From an optimization exercise on the open Yosys and OpenROAD flow, aimed at small area, a short achievable clock period and few clock cycles per item; shortcuts taken in it are not production practice.
No functional check of the RTL was part of any run shown here.

==> flow/design.v <==
module halftone_step (
    input  wire        clk,
    input  wire        rst,
    input  wire        in_valid,
    output wire        in_ready,
    input  wire        in_mode,
    input  wire [15:0] in_v,
    input  wire [15:0] in_e_line,
    input  wire [15:0] in_e_held,
    input  wire [7:0]  in_th,
    input  wire        in_missing,
    input  wire [7:0]  in_md,
    input  wire [71:0] in_lv,
    input  wire [4:0]  in_wr,
    input  wire [4:0]  in_wdl,
    input  wire [4:0]  in_wdr,
    output reg         out_valid,
    input  wire        out_ready,
    output reg  [2:0]  out_level,
    output reg         out_sat,
    output reg  [15:0] out_right,
    output reg  [15:0] out_dleft,
    output reg  [15:0] out_dright,
    output reg  [15:0] out_down
);
    function automatic [19:0] radd(input [19:0] x, input [19:0] y, input cin);
        integer k;
        reg cy;
        begin
            cy = cin;
            for (k = 0; k < 20; k = k + 1) begin
                radd[k] = x[k] ^ y[k] ^ cy;
                cy = (x[k] & y[k]) | (x[k] & cy) | (y[k] & cy);
            end
        end
    endfunction
    reg        r_v;
    reg        r_mode, r_miss;
    reg [15:0] r_val, r_el, r_eh;
    reg [7:0]  r_th, r_md;
    reg [71:0] r_lv;
    reg [14:0] r_w;
    reg        m_v, k_v, o_v;
    assign in_ready = !r_v || !k_v;
    always @(posedge clk) begin
        if (in_ready) begin
            r_mode <= in_mode;
            r_miss <= in_missing;
            r_val  <= in_v;
            r_el   <= in_e_line;
            r_eh   <= in_e_held;
            r_th   <= in_th;
            r_md   <= in_md;
            r_lv   <= in_lv;
            r_w    <= {in_wdr, in_wdl, in_wr};
        end
    end
    wire [11:0] lv1 = r_lv[11:0],  lv2 = r_lv[23:12], lv3 = r_lv[35:24];
    wire [11:0] lv4 = r_lv[47:36], lv5 = r_lv[59:48], lv6 = r_lv[71:60];
    wire [15:0] em = r_mode ? r_el : 16'd0;
    wire [15:0] hm = r_mode ? r_eh : 16'd0;
    wire [18:0] u  = {3'b000, r_val} + {{3{em[15]}}, em} + {{3{hm[15]}}, hm};
    wire        neg = u[18];
    wire        big = u[17] | u[16];           
    wire [11:0] uh  = u[15:4];
    wire c1 = !neg && (big || uh >= lv1);
    wire c2 = !neg && (big || uh >= lv2);
    wire c3 = !neg && (big || uh >= lv3);
    wire c4 = !neg && (big || uh >= lv4);
    wire c5 = !neg && (big || uh >= lv5);
    wire c6 = !neg && (big || uh >= lv6);
    wire top = !neg && (big || &uh);
    wire s6 = c6;
    wire s5 = c5 & !c6;
    wire s4 = c4 & !c5 & !c6;
    wire s3 = c3 & !c4 & !c5 & !c6;
    wire s2 = c2 & !c3 & !c4 & !c5 & !c6;
    wire s1 = c1 & !c2 & !c3 & !c4 & !c5 & !c6;
    wire s0 = !(c1 | c2 | c3 | c4 | c5 | c6);
    wire [2:0] L = {s4 | s5 | s6, s2 | s3 | s6, s1 | s3 | s5};
    wire [11:0] lo = ({12{s1}} & lv1) | ({12{s2}} & lv2) | ({12{s3}} & lv3)
                   | ({12{s4}} & lv4) | ({12{s5}} & lv5) | ({12{s6}} & lv6);
    wire [11:0] hi = ({12{s0}} & lv1) | ({12{s1}} & lv2) | ({12{s2}} & lv3)
                   | ({12{s3}} & lv4) | ({12{s4}} & lv5) | ({12{s5}} & lv6) | {12{s6}};
    wire [11:0] d  = hi - lo;
    wire [19:0] e_lo_w = radd({u[18], u}, ~{4'b0000, lo, 4'b0000}, 1'b1);
    wire [19:0] e_hi_w = radd({u[18], u}, ~{4'b0000, hi, 4'b0000}, 1'b1);
    wire [18:0] e_lo = e_lo_w[18:0];
    wire [18:0] e_hi = e_hi_w[18:0];
    wire [15:0] a    = e_lo[15:0];
    wire [15:0] thmd = r_th * r_md;
    wire [8:0]  md_c = 9'd256 - {1'b0, r_md};
    wire [19:0] q_w  = radd({4'd0, thmd}, {4'd0, md_c, 7'd0}, 1'b0);
    wire [7:0]  th1  = r_th + 8'd1;
    wire [15:0] K    = r_mode ? q_w[15:0] : {th1, 8'd0};
    wire [19:0] k3_w = radd({4'd0, K}, {3'd0, K, 1'b0}, 1'b0);
    wire [17:0] K1 = {2'b00, K}, K2 = {1'b0, K, 1'b0}, K3 = k3_w[17:0];
    function automatic [17:0] ksel(input [1:0] g, input [17:0] x1, input [17:0] x2, input [17:0] x3);
        ksel = ({18{g == 2'd1}} & x1) | ({18{g == 2'd2}} & x2) | ({18{g == 2'd3}} & x3);
    endfunction
    wire [27:0] Kd = {10'd0, ksel(d[1:0],   K1, K2, K3)}
                   + {8'd0,  ksel(d[3:2],   K1, K2, K3), 2'd0}
                   + {6'd0,  ksel(d[5:4],   K1, K2, K3), 4'd0}
                   + {4'd0,  ksel(d[7:6],   K1, K2, K3), 6'd0}
                   + {2'd0,  ksel(d[9:8],   K1, K2, K3), 8'd0}
                   + {       ksel(d[11:10], K1, K2, K3), 10'd0};
    wire no_up = !r_mode && (&r_th);
    wire up = !no_up && ({a, 11'd0, !r_mode} > Kd);
    wire zero = r_mode && (r_miss || neg);
    wire [2:0] level = zero ? 3'd0 : top ? 3'd7 : L + {2'b00, up};
    wire [18:0] ef  = zero ? u : (top || up) ? e_hi : e_lo;
    wire sat_p = (ef[18:15] != 4'b0000) && (ef[18:15] != 4'b1111);
    wire sat   = r_mode && sat_p;
    wire [15:0] err = !r_mode ? 16'd0 :
                      sat_p   ? (ef[18] ? 16'h8000 : 16'h7fff) : ef[15:0];
    reg [15:0] m_err, k_err;
    reg        m_sat, k_sat;
    reg [2:0]  m_lvl, k_lvl;
    reg [14:0] m_w,   k_w;
    wire r_move = r_v && !k_v;                  
    wire pop    = m_v && (!o_v || out_ready);   
    always @(posedge clk) begin
        if ((r_move && (!m_v || pop)) || (pop && k_v)) begin
            m_err <= k_v ? k_err : err;
            m_sat <= k_v ? k_sat : sat;
            m_lvl <= k_v ? k_lvl : level;
            m_w   <= k_v ? k_w   : r_w;
        end
        if (r_move && m_v && !pop) begin
            k_err <= err;
            k_sat <= sat;
            k_lvl <= level;
            k_w   <= r_w;
        end
    end
    wire [15:0] e  = m_err;
    wire [4:0]  wr = m_w[4:0], wdl = m_w[9:5], wdr = m_w[14:10];
    wire [4:0]  wd = 5'd16 - wr - wdl - wdr;
    wire [17:0] e1 = {{2{e[15]}}, e}, e2 = {e[15], e, 1'b0};
    wire [19:0] e3_w = radd({{4{e[15]}}, e}, {{3{e[15]}}, e, 1'b0}, 1'b0);
    wire [17:0] e3 = e3_w[17:0];
    function automatic [19:0] mulw(input [4:0] w, input [17:0] x1, input [17:0] x2, input [17:0] x3);
        reg [17:0] l;
        reg [19:0] lo_r, hi_r;
        begin
            l    = ksel(w[1:0], x1, x2, x3);
            lo_r = {{2{l[17]}}, l};
            hi_r = {ksel(w[3:2], x1, x2, x3) | ({18{w[4]}} & {x1[15:0], 2'b00}), 2'b00};
            mulw = radd(lo_r, hi_r, 1'b0);
        end
    endfunction
    wire [19:0] p_r  = mulw(wr,  e1, e2, e3);
    wire [19:0] p_dl = mulw(wdl, e1, e2, e3);
    wire [19:0] p_dr = mulw(wdr, e1, e2, e3);
    wire [19:0] p_d0 = mulw(wd,  e1, e2, e3);
    wire [5:0]  rem  = {2'b00, p_r[3:0]} + {2'b00, p_dl[3:0]} + {2'b00, p_dr[3:0]};
    wire [19:0] p_dn = radd(p_d0, {14'd0, rem}, 1'b0);
    always @(posedge clk) begin
        if (pop) begin
            out_level  <= m_lvl;
            out_sat    <= m_sat;
            out_right  <= p_r[19:4];
            out_dleft  <= p_dl[19:4];
            out_dright <= p_dr[19:4];
            out_down   <= p_dn[19:4];
        end
    end
    always @(posedge clk) begin
        if (rst) begin
            r_v <= 1'b0;
            m_v <= 1'b0;
            k_v <= 1'b0;
            o_v <= 1'b0;
        end else begin
            if (in_ready) r_v <= in_valid;
            else if (r_move) r_v <= 1'b0;
            m_v <= (m_v && !pop) || k_v || r_move;
            k_v <= k_v ? !pop : (r_move && m_v && !pop);
            o_v <= pop || (o_v && !out_ready);
        end
    end
    always @(*) out_valid = o_v;
endmodule
==> flow/run.sh <==
#!/bin/bash
# synth_recipe.tcl (not shown) runs the flow's synth.tcl, then flattens the netlist and writes it again
# the make line also repeats each setting of config.mk as NAME=value (left out here)
make -C /OpenROAD-flow-scripts/flow DESIGN_CONFIG=/design/flow/config.mk WORK_HOME=/design/flow/orfs CLKGATE_MAP_FILE= SYNTH_SCRIPT=/design/flow/synth_recipe.tcl finish
==> flow/config.mk <==
export PLATFORM = sky130hd
export DESIGN_NAME = halftone_step
export DESIGN_NICKNAME = halftone_step
export VERILOG_FILES = /design/flow/design.v
export SDC_FILE = /design/flow/constraint.sdc
export NUM_CORES = 4
export LEC_CHECK = 0
export CAP_MARGIN = 20
export CORE_MARGIN = 2
export CORE_UTILIZATION = 40
export SLEW_MARGIN = 20
==> flow/constraint.sdc <==
create_clock -name core_clock -period 85.0 [get_ports {clk}]
set_input_delay 17.0000 -clock core_clock [delete_from_list [all_inputs] [get_ports {clk}]]
set_output_delay 17.0000 -clock core_clock [all_outputs]
set_load 0.01 [all_outputs]
==> impl_results.md, run 1 <==
- Status: finished clean
- CTS tree: yes
- Fin util: 46.3%
- Largest net degree at the start of global routing: 82
- Flop2flop setup slack: 66.19 ns
- DR pass1 iterations: 7
- Clock slew at reported path FFs: 0.06 ns
- Area of the multi-input gates: 18500 um^2
- Clock Tree Buf Depth: 3
- WHS: 0.452 ns
- Gr usage total: 22.4%
- Slew HR: 25.8%
- Min-delay src: r_w[14]
- Number of global-route vias before repair: 23600
- Worst setup startpoint: k_v
- Max cap viols: 0
- Total CTS buffers: 34
- Num Clock Sinks: 295
- Cell row count: 99
- Setup violations, final: 0
- Core area: 72800 um^2
- Endpoints failing hold: 0
- Setup TNS: 0 ns
- Root buffer cell: clkbuf_16
- Die width: 275 um
- CTS Hold Buffers Added: 0
- Synthesized area per cell: 9.66 um^2
- Vias: 23500
- EDFF count, synth: 291
- H-tree depth: 2
- Register area share after synthesis: 30.0%
- Syn nets: 3684
- # resized after CTS: 0
- Setup bufs post-CTS: 0
- DP HPWL: 65.1 mm
- I/O pin count: 227
- Post-synth cell types: 98
- Die ar.: 75600 um^2
- Critical Path RT: 68.00 ns
- Clock latency on the worst-skew pair: 0.57 ns
- Crit Path Category: flop to output pin
- RSZ-0062 raised after global routing: false
- Reg area: 8820 um^2
- Layout cell share with drive strength beyond 1: 6.55%
- Critical Path Fanout Max: 81
- Asr flop ratio synth: 0%
- Worst-Margin Slew: 1.11 ns
- Max Freq: 0.0508 GHz
- Fill cell count: 6794
- # diodes: 0
- Syn Inst Count: 3041
- Largest Register: r_lv
- Max-slew violations: 0
- WL final: 85.0 mm
- Fin nets: 3808
- Syn. warnings: 1
- Critical Path AT: 2.70 ns
- CP endpoint kind: output pin
- CP Launch Type: flop
- Initial DRC count: 2101
- Mapped cell area: 29400 um^2
- GPL Wtd Cong: 0.946
- Starting density of the core: 40.3%
- Post-layout min period: 19.70 ns
- Worst hold path class: flop to flop
- Worst r2r src: r_mode
- Synth-to-Final Area Change: 14.8%
- DRT antenna net count: 0
- #FFs+latches synth: 295
- Die Ht: 275 um
- Routed WL per cell: 20.5 um
- Port Buffer Count: 226
- Final period utilization: 23.2%
- Clock skew: 0.0204 ns
- Initial antenna violation count: 1
- First-pass GRT wire length: 133 mm
- Drt drc: 0
- Most used flip-flop cell after synthesis: edfxtp_1
- Via density: 5.67
- Flip-flop count of the largest register after layout: 72
- Global route total overflow: 0
## placed cells by master (no fill, tap or decap), types with 27 or more instances in the layout
cell / n
xnor2_1: 40
a222oi_1: 30
a22oi_1: 58
inv_1: 350
o22ai_1: 27
buf_4: 62
xor2_1: 39
a21oi_1: 210
clkbuf_16: 34
a211oi_1: 38
edfxtp_1: 291
a21o_1: 29
mux2i_1: 56
a221oi_1: 27
nor3_1: 34
o21ai_0: 139
a22o_1: 36
fa_1: 241
nand2_1: 241
nor2_1: 249
and2_1: 74
clkdlybuf4s50_1: 226
ha_1: 245
mux2_2: 34
## critical path: stages, from the launching register on
cell and delay, ns:
dfxtp_2 0.62, nand2_4 0.17, buf_6 0.54, clkdlybuf4s50_1 0.68
## layer usage
metal | track usage [%] | part of all wire, %
met1 | 29.5 | 42
met2 | 38.3 | 49
met3 | 2.87 | 6.3
met4 | 6.86 | 3.1
met5 | 0 | 0
## path summary, 6_finish.rpt
path / end / cells after the start
worst max-delay path: in_ready / 3
worst min-delay path: k_w[14] / 0
worst max register to register: m_err[14] / 71
worst min register to register: k_w[14] / 0
## metrics by stage
step                cells  setup WS [ns]  area [um^2]
finish               4149          65.30        33700
global route         4149          64.81        33700
CTS                  4149          64.97        33700
detailed placement   4088          65.59        32600
global placement     4088          65.67        32600
floorplan            3041          63.85        29400
## synth_stat cells (10+ instances only)
| cell type | n | area share [%] |
|---|---|---|
| a211oi_1 | 38 | 0.97 |
| a21o_1 | 29 | 0.74 |
| a21oi_1 | 210 | 3.6 |
| a221o_1 | 13 | 0.44 |
| a221oi_1 | 27 | 0.80 |
| a222oi_1 | 30 | 1.0 |
| a22o_1 | 36 | 1.1 |
| a22oi_1 | 59 | 1.5 |
| a31oi_1 | 11 | 0.23 |
| and2_1 | 74 | 1.6 |
| clkbuf_1 | 178 | 2.3 |
| edfxtp_1 | 291 | 30 |
| fa_1 | 241 | 16 |
| ha_1 | 245 | 10 |
| inv_1 | 350 | 4.5 |
| mux2_2 | 34 | 1.3 |
| mux2i_1 | 56 | 1.9 |
| nand2_1 | 242 | 3.1 |
| nand2b_1 | 26 | 0.55 |
| nand3_1 | 23 | 0.39 |
| nand4_1 | 22 | 0.47 |
| nor2_1 | 252 | 3.2 |
| nor2b_1 | 22 | 0.47 |
| nor3_1 | 34 | 0.58 |
| o211ai_1 | 19 | 0.49 |
| o21a_1 | 12 | 0.31 |
| o21ai_0 | 139 | 2.4 |
| o21ba_1 | 10 | 0.34 |
| o22ai_1 | 27 | 0.57 |
| o311a_1 | 14 | 0.48 |
| or2_2 | 13 | 0.28 |
| xnor2_1 | 43 | 1.3 |
| xor2_1 | 40 | 1.2 |
## final cells by class
| class | instances | area share (%) |
|---|---|---|
| inverters | 355 | 3.95 |
| multi-input cells | 2190 | 54.8 |
| clock inverters | 25 | 0.875 |
| clock buffers | 36 | 2.54 |
| well taps | 959 | 3.56 |
| flip-flops and latches | 295 | 26.1 |
| repair buffers | 289 | 8.12 |
## logic make-up after synthesis
logic type               Yosys count  share of synthesized area [%]
flip-flops                       295                           30.0
XOR/XNOR                          85                           2.61
buffers and inverters            556                           7.29
multiplexers                      91                           3.26
AO/OA/AOI/OAI                    763                           17.7
adder cells (fa/ha/maj)          488                           26.9
AND/OR/NAND/NOR                  763                           12.2
==> inputs of run 2 (changes only) <==
--- a/flow/design.v
+++ b/flow/design.v
@@ -42,7 +42,9 @@
     reg [14:0] r_w;
     reg        m_v, k_v, o_v;
-    assign in_ready = !r_v || !k_v;
-    always @(posedge clk) begin
-        if (in_ready) begin
+    reg        rdy;                             
+    wire       r_load = !r_v || !k_v;           
+    assign in_ready = rdy;
+    always @(posedge clk) begin
+        if (r_load) begin
             r_mode <= in_mode;
             r_miss <= in_missing;
@@ -64,10 +66,20 @@
     wire        big = u[17] | u[16];           
     wire [11:0] uh  = u[15:4];
-    wire c1 = !neg && (big || uh >= lv1);
-    wire c2 = !neg && (big || uh >= lv2);
-    wire c3 = !neg && (big || uh >= lv3);
-    wire c4 = !neg && (big || uh >= lv4);
-    wire c5 = !neg && (big || uh >= lv5);
-    wire c6 = !neg && (big || uh >= lv6);
+    function automatic ge12(input [11:0] x, input [11:0] y);
+        integer k;
+        reg b;
+        begin
+            b = 1'b0;
+            for (k = 0; k < 12; k = k + 1)
+                b = (!x[k] & y[k]) | (!x[k] & b) | (y[k] & b);
+            ge12 = !b;
+        end
+    endfunction
+    wire c1 = !neg && (big || ge12(uh, lv1));
+    wire c2 = !neg && (big || ge12(uh, lv2));
+    wire c3 = !neg && (big || ge12(uh, lv3));
+    wire c4 = !neg && (big || ge12(uh, lv4));
+    wire c5 = !neg && (big || ge12(uh, lv5));
+    wire c6 = !neg && (big || ge12(uh, lv6));
     wire top = !neg && (big || &uh);
     wire s6 = c6;
@@ -99,12 +111,13 @@
         ksel = ({18{g == 2'd1}} & x1) | ({18{g == 2'd2}} & x2) | ({18{g == 2'd3}} & x3);
     endfunction
-    wire [27:0] Kd = {10'd0, ksel(d[1:0],   K1, K2, K3)}
-                   + {8'd0,  ksel(d[3:2],   K1, K2, K3), 2'd0}
-                   + {6'd0,  ksel(d[5:4],   K1, K2, K3), 4'd0}
-                   + {4'd0,  ksel(d[7:6],   K1, K2, K3), 6'd0}
-                   + {2'd0,  ksel(d[9:8],   K1, K2, K3), 8'd0}
-                   + {       ksel(d[11:10], K1, K2, K3), 10'd0};
+    wire [28:0] t = {11'd0, ksel(d[1:0],   K1, K2, K3)}
+                  + {9'd0,  ksel(d[3:2],   K1, K2, K3), 2'd0}
+                  + {7'd0,  ksel(d[5:4],   K1, K2, K3), 4'd0}
+                  + {5'd0,  ksel(d[7:6],   K1, K2, K3), 6'd0}
+                  + {3'd0,  ksel(d[9:8],   K1, K2, K3), 8'd0}
+                  + {1'd0,  ksel(d[11:10], K1, K2, K3), 10'd0}
+                  - {1'b0, a, 11'd0, !r_mode};
     wire no_up = !r_mode && (&r_th);
-    wire up = !no_up && ({a, 11'd0, !r_mode} > Kd);
+    wire up = !no_up && t[28];
     wire zero = r_mode && (r_miss || neg);
     wire [2:0] level = zero ? 3'd0 : top ? 3'd7 : L + {2'b00, up};
@@ -156,6 +169,7 @@
     wire [5:0]  rem  = {2'b00, p_r[3:0]} + {2'b00, p_dl[3:0]} + {2'b00, p_dr[3:0]};
     wire [19:0] p_dn = radd(p_d0, {14'd0, rem}, 1'b0);
-    always @(posedge clk) begin
-        if (pop) begin
+    wire o_load = !o_v || out_ready;
+    always @(posedge clk) begin
+        if (o_load) begin
             out_level  <= m_lvl;
             out_sat    <= m_sat;
@@ -166,4 +180,6 @@
         end
     end
+    wire r_v_n = r_load ? (in_valid && rdy) : r_v;
+    wire k_v_n = k_v ? !pop : (r_move && m_v && !pop);
     always @(posedge clk) begin
         if (rst) begin
@@ -172,10 +188,11 @@
             k_v <= 1'b0;
             o_v <= 1'b0;
+            rdy <= 1'b0;
         end else begin
-            if (in_ready) r_v <= in_valid;
-            else if (r_move) r_v <= 1'b0;
+            r_v <= r_v_n;
             m_v <= (m_v && !pop) || k_v || r_move;
-            k_v <= k_v ? !pop : (r_move && m_v && !pop);
+            k_v <= k_v_n;
             o_v <= pop || (o_v && !out_ready);
+            rdy <= !r_v_n || !k_v_n;
         end
     end
--- a/flow/config.mk
+++ b/flow/config.mk
@@ -8,4 +8,4 @@
 export CAP_MARGIN = 20
 export CORE_MARGIN = 2
-export CORE_UTILIZATION = 40
+export CORE_UTILIZATION = 60
 export SLEW_MARGIN = 20
==> impl_results.md, run 2 <==
- Max-slew violations: 0
- EDFF count, synth: 291
- Max Freq: 0.0534 GHz
- RSZ-0062 raised after global routing: false
- Critical Path AT: 18.92 ns
- Synth area leaders: edfxtp_1 31%, fa_1 18%, ha_1 7.7%, nand2_1 4.3%, o21ai_0 4.0%
- Slew HR: 24.0%
- Post-layout min period: 18.71 ns
- Flip-flop count of the largest register after layout: 72
- I/O pin count: 227
- # diodes: 0
- Critical Path RT: 85.21 ns
- DR pass1 iterations: 7
- Initial DRC count: 2956
- Setup TNS: 0 ns
- DP HPWL: 59.6 mm
- Starting density of the core: 61.1%
- Layout cell share with drive strength beyond 1: 5.95%
- Syn. warnings: 1
- Syn nets: 3544
- Drt drc: 0
- Port Buffer Count: 226
- DRT antenna net count: 0
- Clock Tree Buf Depth: 3
- Crit Path Category: input port to flop
- Synth-to-Final Area Change: 12.9%
- First-pass GRT wire length: 127 mm
- Routed WL per cell: 21.8 um
- Post-synth cell types: 97
- Final period utilization: 22.0%
- Gr usage total: 32.5%
- Worst hold path class: flop to flop
- Num Clock Sinks: 296
- Cell row count: 79
- #FFs+latches synth: 296
- Core area: 46800 um^2
- Initial antenna violation count: 0
- Most frequent cell after synthesis: nand2_1
- Status: finished clean
- CTS tree: yes
- Commonest non-fill, non-tap cell in the layout: nand2_1
- Endpoints failing hold: 0
- Commonest cells after routing, fill and taps aside: 327 x nand2_1, 291 x edfxtp_1, 255 x fa_1
- Max cap viols: 0
- Die Ht: 222 um
- Commonest cells post-synth: 328 x nand2_1, 291 x edfxtp_1, 255 x fa_1
- CP Launch Type: input port
- Asr flop ratio synth: 0%
- WL final: 79.9 mm
- Vias: 23300
- Largest Register: r_lv
- Clock skew: 0.0230 ns
- Largest net degree at the start of global routing: 80
- Worst-Margin Slew: 1.14 ns
- Clock slew at reported path FFs: 0.06 ns
- Die ar.: 49300 um^2
- Register area share after synthesis: 31.0%
- Setup bufs post-CTS: 0
- Most used flip-flop cell after synthesis: edfxtp_1
- Via density: 6.37
- Die width: 222 um
- Root buffer cell: clkbuf_16
- Global route total overflow: 0
- Clock latency on the worst-skew pair: 0.57 ns
- Synth area leader: edfxtp_1
- CP endpoint kind: flop
- # resized after CTS: 0
- Total CTS buffers: 34
- Syn Inst Count: 2957
- Setup violations, final: 0
- Mapped cell area: 28600 um^2
- CTS Hold Buffers Added: 0
- GPL Wtd Cong: 0.970
- Number of global-route vias before repair: 23000
- H-tree depth: 2
- Proportion of netlist area held by the largest area contributor: 30.6%
- Fin nets: 3620
- Synthesized area per cell: 9.66 um^2
- Critical Path Fanout Max: 71
[run 2: stage by stage]
step | worst slack [ns] | std cells | util, % | hold WS, ns | cell area (um^2)
finish | 66.29 | 3664 | 68.9 | 0.449 | 32200
global route | 66.10 | 3664 | 68.9 | 0.463 | 32200
CTS | 66.24 | 3662 | 68.9 | 0.451 | 32200
detailed placement | 65.66 | 3602 | 66.5 | 0.434 | 31100
global placement | 65.75 | 3602 | 66.5 | 0.440 | 31100
floorplan | 63.70 | 2957 | - | 0.400 | 28600
[run 2: worst paths after layout]
| path | end | cells after the start | slack [ns] | start |
|---|---|---|---|---|
| setup / recovery | k_err[10] | 6 | 66.29 | out_ready |
| hold / removal | k_w[4] | 0 | 0.45 | r_w[4] |
| hold reg to reg | k_w[4] | 0 | 0.45 | r_w[4] |
| setup reg to reg | m_err[8] | 53 | 68.34 | r_mode |
[run 2: worst max-delay path: stages]
cell,delay (ns)
clkdlybuf4s50_1,0.41
nor2b_1,0.38
inv_2,0.04
buf_4,0.35
nor3_2,0.28
buf_4,0.43
[run 2: routing by layer]
| metal | global-route usage (%) | part of all wire [%] | routed length (um) |
|---|---|---|---|
| met2 | 52.9 | 47 | 37600 |
| met1 | 43.9 | 41 | 32700 |
| met5 | 0 | 0 | 0 |
| met4 | 13.7 | 4.3 | 3400 |
| met3 | 4.44 | 7.8 | 6200 |
[run 2: cells by family after synthesis]
family | share of synthesized area (%)
buffers and inverters | 6.57
adder cells (fa/ha/maj) | 26.0
XOR/XNOR | 2.30
AND/OR/NAND/NOR | 12.2
AO/OA/AOI/OAI | 19.7
multiplexers | 2.34
flip-flops | 31.0
[run 2: cell type report]
type	instances	area (um^2)
Fill cell	3674	14500
Clock buffer	40	895
Clock inverter	20	229
Timing Repair Buffer	278	2660
Sequential cell	296	8840
Inverter	243	915
Tap cell	607	759
Multi-Input combinational cell	2180	17900
==> inputs of run 3 (changes only) <==
--- a/flow/config.mk
+++ b/flow/config.mk
@@ -9,3 +9,4 @@
 export CORE_MARGIN = 2
 export CORE_UTILIZATION = 60
+export CTS_BUF_LIST = sky130_fd_sc_hd__clkbuf_4 sky130_fd_sc_hd__clkbuf_8
 export SLEW_MARGIN = 20
==> impl_results.md, run 3 <==
- Largest net degree at the start of global routing: 80
- RSZ-0062 raised after global routing: false
- I/O pin count: 227
- Status: finished clean
- Drt drc: 0
- Most used flip-flop cell after synthesis: edfxtp_1
- Synthesized area per cell: 9.66 um^2
- Fin nets: 3634
- Setup violations, final: 0
- CP endpoint kind: flop
- Slew HR: 25.6%
- Commonest non-fill, non-tap cell in the layout: nand2_1
- Post-synth cell types: 97
- WL final: 79.7 mm
- Flip-flop count of the largest register after layout: 72
- Routed WL per cell: 21.6 um
- Setup bufs post-CTS: 0
- Clock skew: 0.0577 ns
- Core area: 46800 um^2
- # diodes: 0
- Max cap viols: 0
- # resized after CTS: 0
- Asr flop ratio synth: 0%
- Cell row count: 79
- Initial DRC count: 2918
- Port Buffer Count: 226
- Proportion of netlist area held by the largest area contributor: 30.6%
- Clock slew at reported path FFs: 0.06 ns
- Mapped cell area: 28600 um^2
- Gr usage total: 32.3%
- Global route total overflow: 0
- Number of global-route vias before repair: 23000
- Max-slew violations: 0
- Total CTS buffers: 49
- Placed inst area: 31100 um^2
- Clock latency on the worst-skew pair: 0.67 ns
- Post-layout min period: 18.65 ns
- Worst path most repeated cell: buf_4
- Reg area: 8840 um^2
- DP HPWL: 59.6 mm
- Synth area leaders: edfxtp_1 31%, fa_1 18%, ha_1 7.7%, nand2_1 4.3%, o21ai_0 4.0%
- Root buffer cell: clkbuf_8
- Register area share after synthesis: 31.0%
- Syn nets: 3544
- Die Ht: 222 um
- Max Freq: 0.0536 GHz
- Synth area leader: edfxtp_1
- Num Clock Sinks: 296
- Syn. warnings: 1
- #FFs+latches synth: 296
- Vias: 23500
- Fill cell count: 3709
- Clock Tree Buf Depth: 3
- Starting density of the core: 61.1%
- Die ar.: 49300 um^2
- CP Launch Type: input port
- Initial antenna violation count: 0
- Most frequent cell after synthesis: nand2_1
- CP max stage delay: 0.43 ns
- Largest Register: r_lv
- Commonest cells post-synth: 328 x nand2_1, 291 x edfxtp_1, 255 x fa_1
- WHS: 0.440 ns
- Via density: 6.37
- Fin util: 68.8%
- Critical Path, Cell by Cell: clkdlybuf4s50_1 > nor2b_1 > inv_2 > buf_4 > nor3_2 > buf_4
- Final period utilization: 21.9%
- Worst hold path class: flop to flop
- Critical Path Fanout Max: 71
- Synth-to-Final Area Change: 12.7%
- EDFF count, synth: 291
- Critical Path AT: 18.92 ns
- GPL Wtd Cong: 0.970
- Area of the multi-input gates: 17900 um^2
- Setup TNS: 0 ns
- Commonest cells after routing, fill and taps aside: 327 x nand2_1, 291 x edfxtp_1, 255 x fa_1
- Critical Path RT: 85.27 ns
- Layout cell share with drive strength beyond 1: 6.87%
- DRT antenna net count: 0
- Crit Path Category: input port to flop
- H-tree depth: 2
- DR pass1 iterations: 8
- First-pass GRT wire length: 126 mm
- CP max-delay cell: buf_4
- Worst-Margin Slew: 1.11 ns
- CTS Hold Buffers Added: 0
- CTS tree: yes
- Die width: 222 um
- Syn Inst Count: 2957
- Fin area: 32200 um^2
- Endpoints failing hold: 0
run 3: worst paths after layout:
kind	slack, ns	from	endpoint	cells after the start
worst min register to register	0.44	r_w[4]	k_w[4]	0
worst min-delay path	0.44	r_w[4]	k_w[4]	0
worst max-delay path	66.35	out_ready	k_sat	6
worst max register to register	68.29	r_mode	m_err[8]	53
run 3: worst max-delay path: cells and delay by family:
kind,cells,cell delay (ns)
buf+inv,4,1.24
simple gates,2,0.65
run 3: through the flow:
step | setup WS [ns] | instances
after floorplan | 63.70 | 2957
after global placement | 65.75 | 3602
after detailed placement | 65.66 | 3602
after CTS | 66.33 | 3693
after global routing | 66.18 | 3694
final | 66.35 | 3694
run 3: layout make-up:
type | count | share of cell area [%]
clock buffer | 65 | 2.55
clock inverter | 26 | 0.793
inverter | 243 | 2.84
multi-input combinational | 2180 | 55.7
sequential | 296 | 27.5
tap | 607 | 2.36
timing repair buffer | 277 | 8.25
run 3: logic make-up after synthesis:
family / share of synthesized area (%)
XOR/XNOR: 2.30
multiplexers: 2.34
AND/OR/NAND/NOR: 12.2
AO/OA/AOI/OAI: 19.7
buffers and inverters: 6.57
flip-flops: 31.0
adder cells (fa/ha/maj): 26.0
run 3: routing by layer:
layer / vias up / track usage (%) / part of all wire (%)
li1: 10700 / - / -
met1: 11400 / 43.9 / 41
met2: 1207 / 52.6 / 47
met3: 203 / 4.33 / 7.6
met4: 0 / 12.8 / 4.1
met5: - / 0 / 0

-- static timing again, ports no longer ideal --
The results above use ideal ports. As a check the final layouts listed here were re-extracted and re-timed, cells and wires unchanged.
Step 1, drivers: a clkbuf_16 drives clk and a buf_2 each remaining input, both assumed.
Step 2, shift: input delay + t, output delay - t, t = (earliest + latest rising clock arrival at the registers) / 2. This alone moves slack from input paths to output paths.
Slacks: ideal ports / drivers / drivers and shift; pairs: ideal ports / drivers.
run | t (ns) | setup WS [ns] | worst setup path at the end | clock arrival spread, ns | worst data-port slew with drivers (ns)
run 1 | 0.627 | 65.300 / 65.236 / 65.679 | input to register | 0.025 / 0.025 | 0.05
run 2 | 0.613 | 66.289 / 66.323 / 65.710 | input to register | 0.023 / 0.023 | 0.06
run 3 | 0.693 | 66.349 / 66.379 / 65.686 | input to register | 0.058 / 0.058 | 0.06
After both steps setup and hold are still met in every run listed. For run 3, which loses most, drivers alone change the setup slack by +0.030 ns; drivers and shift together by -0.663 ns.
